Context: an optimization exercise on an open-source flow, tuned for a short achievable clock period and few clock cycles per item. The choices shown serve that exercise and are no tape-out recipe. RTL that was checked went through simulation tests only; none was proved equivalent to the original. Power and IR drop assume default switching activity.

Setup of the previous run:
Design filt_chain, start of the top module:
module filt_chain (
    input  wire        clk,
    input  wire        rst,
    input  wire        restart,
    input  wire [1:0]  cfg_nstage,    
    input  wire [43:0] cfg_len,       
    input  wire [43:0] cfg_dec,       
    input  wire [19:0] cfg_shift,     
    input  wire        cfg_trunc,     
    input  wire        in_valid,
    output wire        in_ready,
    input  wire [31:0] in_data,
    input  wire        in_missing,
    input  wire        in_invalid,
    input  wire        in_simulated,
    output reg         out_valid,
    output reg  [31:0] out_data,
    output reg         out_sat,
    output reg         out_missing,
    output reg         out_invalid,
    output reg         out_simulated,
    output wire        mem_rd_en,
    output wire [11:0] mem_rd_addr,
    input  wire [35:0] mem_rd_data,
    output wire        mem_wr_en,
    output wire [11:0] mem_wr_addr,
    output wire [35:0] mem_wr_data
);
clock: 13.0 ns
lec_check: 0
cap_margin: 20
core_margin: 2
core_utilization: 40
place_density: 0.6
slew_margin: 20
standard.sh (not shown) runs the stock make flow with config.mk's settings and CLKGATE_MAP_FILE= SYNTH_SCRIPT=/design/flow/synth_recipe.tcl, a recipe that flattens the netlist after the stock synthesis.
==> flow/flow/run.sh <==
#!/bin/bash
set -euo pipefail
bash standard.sh SETUP_SLACK_MARGIN=8.5 TNS_END_PERCENT=10 finish > standard_flow.log 2>&1
The previous run -> stages 100% | layout checks FAIL | antenna violations
Testbench counts of the previous run, summed over its fixed seeds: cycles 119,992, items 118,615.
Setup changes, the previous run to the current run
==> flow/run.sh (new file) <==
#!/bin/bash
# synth_recipe.tcl (not shown) runs the flow's synth.tcl, then flattens the netlist and writes it again
# the make line also repeats each setting of config.mk as NAME=value (left out here)
make -C /OpenROAD-flow-scripts/flow DESIGN_CONFIG=/design/flow/config.mk WORK_HOME=/design/flow/orfs CLKGATE_MAP_FILE= SYNTH_SCRIPT=/design/flow/synth_recipe.tcl finish
removed: flow/flow/run.sh
removed: flow/standard.sh
--- outcome ---
The current run did not stop at any stage, and its layout met the timing, design-rule and antenna checks. Between the current run and the previous run, the wire length of the first global-routing pass figures differ only marginally. Compared with the previous run, in the current run proportion of cell area occupied by registers shows no meaningful change, power density over the cells saw little to no change.

== v6 ==
Another version of the RTL of filt_chain (not shown whole).
Size: about 29000 cells after synthesis, roughly 16000 flip-flops, roughly 290 I/O pins, ~610000 µm² of cells after synthesis.
// filt_chain
module filt_chain (
    input  wire        clk,
    input  wire        rst,
    input  wire        restart,
    input  wire [1:0]  cfg_nstage,    
    input  wire [43:0] cfg_len,       
    input  wire [43:0] cfg_dec,       
    input  wire [19:0] cfg_shift,     
    input  wire        cfg_trunc,     
    input  wire        in_valid,
    output wire        in_ready,
    input  wire [31:0] in_data,
    input  wire        in_missing,
    input  wire        in_invalid,
    input  wire        in_simulated,
    output reg         out_valid,
    output reg  [31:0] out_data,
    output reg         out_sat,
    output reg         out_missing,
    output reg         out_invalid,
    output reg         out_simulated,
    output wire        mem_rd_en,
    output wire [11:0] mem_rd_addr,
    input  wire [35:0] mem_rd_data,
    output wire        mem_wr_en,
    output wire [11:0] mem_wr_addr,
    output wire [35:0] mem_wr_data
);
    wire rs_in = rst | restart;
    reg  rs_q;
    always @(posedge clk) rs_q <= rs_in;
    reg [1:0]  nst_q;
    reg [10:0] len_q [0:3];
    reg [10:0] lm1_q [0:3];
    reg [10:0] rm1_q [0:3];
    reg [4:0]  sh_q  [0:3];
    reg [43:0] rnd_q [0:3];
    reg [3:0]  mm_q;              
    reg [3:0]  last_q;
    integer i;
    always @(posedge clk) begin
        nst_q <= cfg_nstage;
        for (i = 0; i < 4; i = i + 1) begin
            len_q[i] <= cfg_len[i*11 +: 11];
  ...
Settings: LEC_CHECK=0, ABC_CLOCK_PERIOD_IN_PS=4000, CAP_MARGIN=20, CORE_MARGIN=2, CORE_UTILIZATION=40, PLACE_DENSITY=0.6, SETUP_SLACK_MARGIN=5, SLEW_MARGIN=20; clock period 13.0 ns.
run.sh (not shown) runs the stock make flow with config.mk's settings and CLKGATE_MAP_FILE= SYNTH_SCRIPT=/design/flow/synth_recipe.tcl, a recipe that flattens the netlist after the stock synthesis.
Stock flow here: none of the scripts above is used.
v6 finished every stage and its layout cleared the timing, design-rule and antenna checks.
Edits applied to the flow inputs when going from v6 to v7:
- SETUP_SLACK_MARGIN no longer set, was 5
- ABC_CLOCK_PERIOD_IN_PS no longer set, was 4000
Notes after the runs:
~same relative contribution of sequential cells to total power in v6 and v7. v7 -> v6: maximum number of pins on one net before global-route repair delta 0, exact match. Number of iterations in the first detailed-routing pass: v6 vs v7 identical. Final cell utilization of the core: v7 vs v6 identical.
No functional check of the RTL was part of any run of this note.

## v37
Another version of the RTL of filt_chain (not shown whole).
Size: ~15000 flip-flops, about 610000 um2 of cells after synthesis.
clock: 13.0 ns
lec_check: 0
cap_margin: 20
core_margin: 2
core_utilization: 60
place_density: 0.7
slew_margin: 20
standard.sh (not shown) runs the stock make flow with config.mk's settings and CLKGATE_MAP_FILE= SYNTH_SCRIPT=/design/flow/synth_recipe.tcl, a recipe that flattens the netlist after the stock synthesis.
==> flow/flow/run.sh <==
#!/bin/bash
set -uo pipefail
RES=orfs/results/${FLOW_PLATFORM}/filt_chain/base
KNOBS="SETUP_SLACK_MARGIN=8.8 TNS_END_PERCENT=10"

antennas() {
    printf 'read_db %s\nputs "ANTENNAS [check_antennas]"\n' "$RES/6_final.odb" > check_antennas.tcl
    openroad -no_init -exit check_antennas.tcl > "check_antennas_$1.log" 2>&1
    sed -n 's/^ANTENNAS \([0-9]*\)$/\1/p' "check_antennas_$1.log" | tail -1
}

bash standard.sh $KNOBS finish > standard_flow_1.log 2>&1
n=$(antennas 1)
if [[ "$n" != "0" ]]; then
    mv orfs orfs_try1
    rm -f out/final.def
    bash standard.sh $KNOBS PLACE_DENSITY=0.72 finish > standard_flow_2.log 2>&1
fi
test -f out/final.def
Testbench counts of v37, summed over its fixed seeds: cycles 120,088, items 118,615.
Changes in v45 relative to v37:
- PLACE_DENSITY now 0.75, was 0.7
- CORE_UTILIZATION now 65, was 60
diff --git a/flow/flow/run.sh b/flow/flow/run.sh
--- a/flow/flow/run.sh
+++ b/flow/flow/run.sh
@@ -4 +4 @@
-KNOBS="SETUP_SLACK_MARGIN=8.8 TNS_END_PERCENT=10"
+KNOBS="SETUP_SLACK_MARGIN=9.0 TNS_END_PERCENT=20 MATCH_CELL_FOOTPRINT=0"
@@ -17 +17 @@
-    bash standard.sh $KNOBS PLACE_DENSITY=0.72 finish > standard_flow_2.log 2>&1
+    bash standard.sh $KNOBS PLACE_DENSITY=0.77 finish > standard_flow_2.log 2>&1
- Maximum count of clock buffers along a single path for v45: 1 down relative to v37
- The worst endpoint data arrival time number comes out higher for v45 vs v37.
- Number of fill cells in the layout (v45 vs. v37) decreases by more than 10%
- Compared with v37, v45 degrades setup slack.
- Re final-layout setup total negative slack: no difference whatsoever between v45 and v37.
- v45 ended up with a higher first-iteration detailed-routing DRC count than v37 did.
- Floorplan check, v45 vs v37: die outline smaller in v45
Edits applied to the flow inputs when going from v45 to v42:
- swapping 0.75 for 0.7 in PLACE_DENSITY
- swapping 65 for 60 in CORE_UTILIZATION
diff --git a/flow/flow/run.sh b/flow/flow/run.sh
--- a/flow/flow/run.sh
+++ b/flow/flow/run.sh
@@ -17 +17 @@
-    bash standard.sh $KNOBS PLACE_DENSITY=0.77 finish > standard_flow_2.log 2>&1
+    bash standard.sh $KNOBS PLACE_DENSITY=0.72 finish > standard_flow_2.log 2>&1
### Flow results
- Result: PASS for each of v42 and v45
- ~same leakage power summed over all cells in v42 and v45
- v42 against v45: combinational fraction of design power shrank by 0.4 points, final worst slack picked up an extra 0.16 ns, global-route met1 utilization decreased 6.0 points, worst setup timing slack at the placement stage went down 0.55 ns, worst-case reg-to-reg path depth higher.
- Compared with v45, v42 shows a longest individual stage delay on the worst path that is 0.04 ns higher.
- Count of clock-net buffers in the final layout, v42 and v45, higher one = v42.
- v42 vs v45 — global placement routability congestion climbed slightly

==> what the ideal ports hide <==
The flow's constraints put no driver on any port. The routed layouts listed below were extracted and timed again, unchanged, in two steps. Step 1 (the two cells are an assumption about what drives the block):
set clk [get_ports {clk}]
set_driving_cell -lib_cell sky130_fd_sc_hd__clkbuf_16 $clk
set_driving_cell -lib_cell sky130_fd_sc_hd__buf_2 [delete_from_list [all_inputs] $clk]
Step 2 moves the port delays by t, midway between the first and last clock arrival at a register: inputs arrive t later, outputs are due t later. That takes back most of the time a late clock gives input paths. a / b / c = ideal / step 1 / step 2; a / b = the first two.
| run | shift t [ns] | setup WS [ns] | hold slack, ns | worst register clock-pin slew, ns | worst data-port slew with drivers (ns) |
|---|---|---|---|---|---|
| the previous run | 1.465 | 8.316 / 8.150 / 7.254 | 0.256 / 0.256 / 0.256 | 0.08 / 0.08 | 0.45 |
| the current run | 1.464 | 7.336 / 7.170 / 7.252 | 0.255 / 0.255 / 0.255 | 0.08 / 0.08 | 0.47 |
| v6 | 1.487 | 7.319 / 7.198 / 6.204 | 0.300 / 0.300 / 0.300 | 0.08 / 0.08 | 0.61 |
| v7 | 1.487 | 7.319 / 7.198 / 6.204 | 0.300 / 0.300 / 0.300 | 0.08 / 0.08 | 0.61 |
| v37 | 1.409 | 8.537 / 8.363 / 7.336 | 0.292 / 0.292 / 0.292 | 0.07 / 0.07 | 0.35 |
| v45 | 1.264 | 8.484 / 8.552 / 7.318 | 0.263 / 0.263 / 0.263 | 0.08 / 0.08 | 0.30 |
| v42 | 1.387 | 8.647 / 8.487 / 7.378 | 0.253 / 0.253 / 0.253 | 0.07 / 0.07 | 0.32 |
For v42, which loses most, drivers alone change the setup slack by -0.160 ns; drivers and shift together by -1.269 ns.
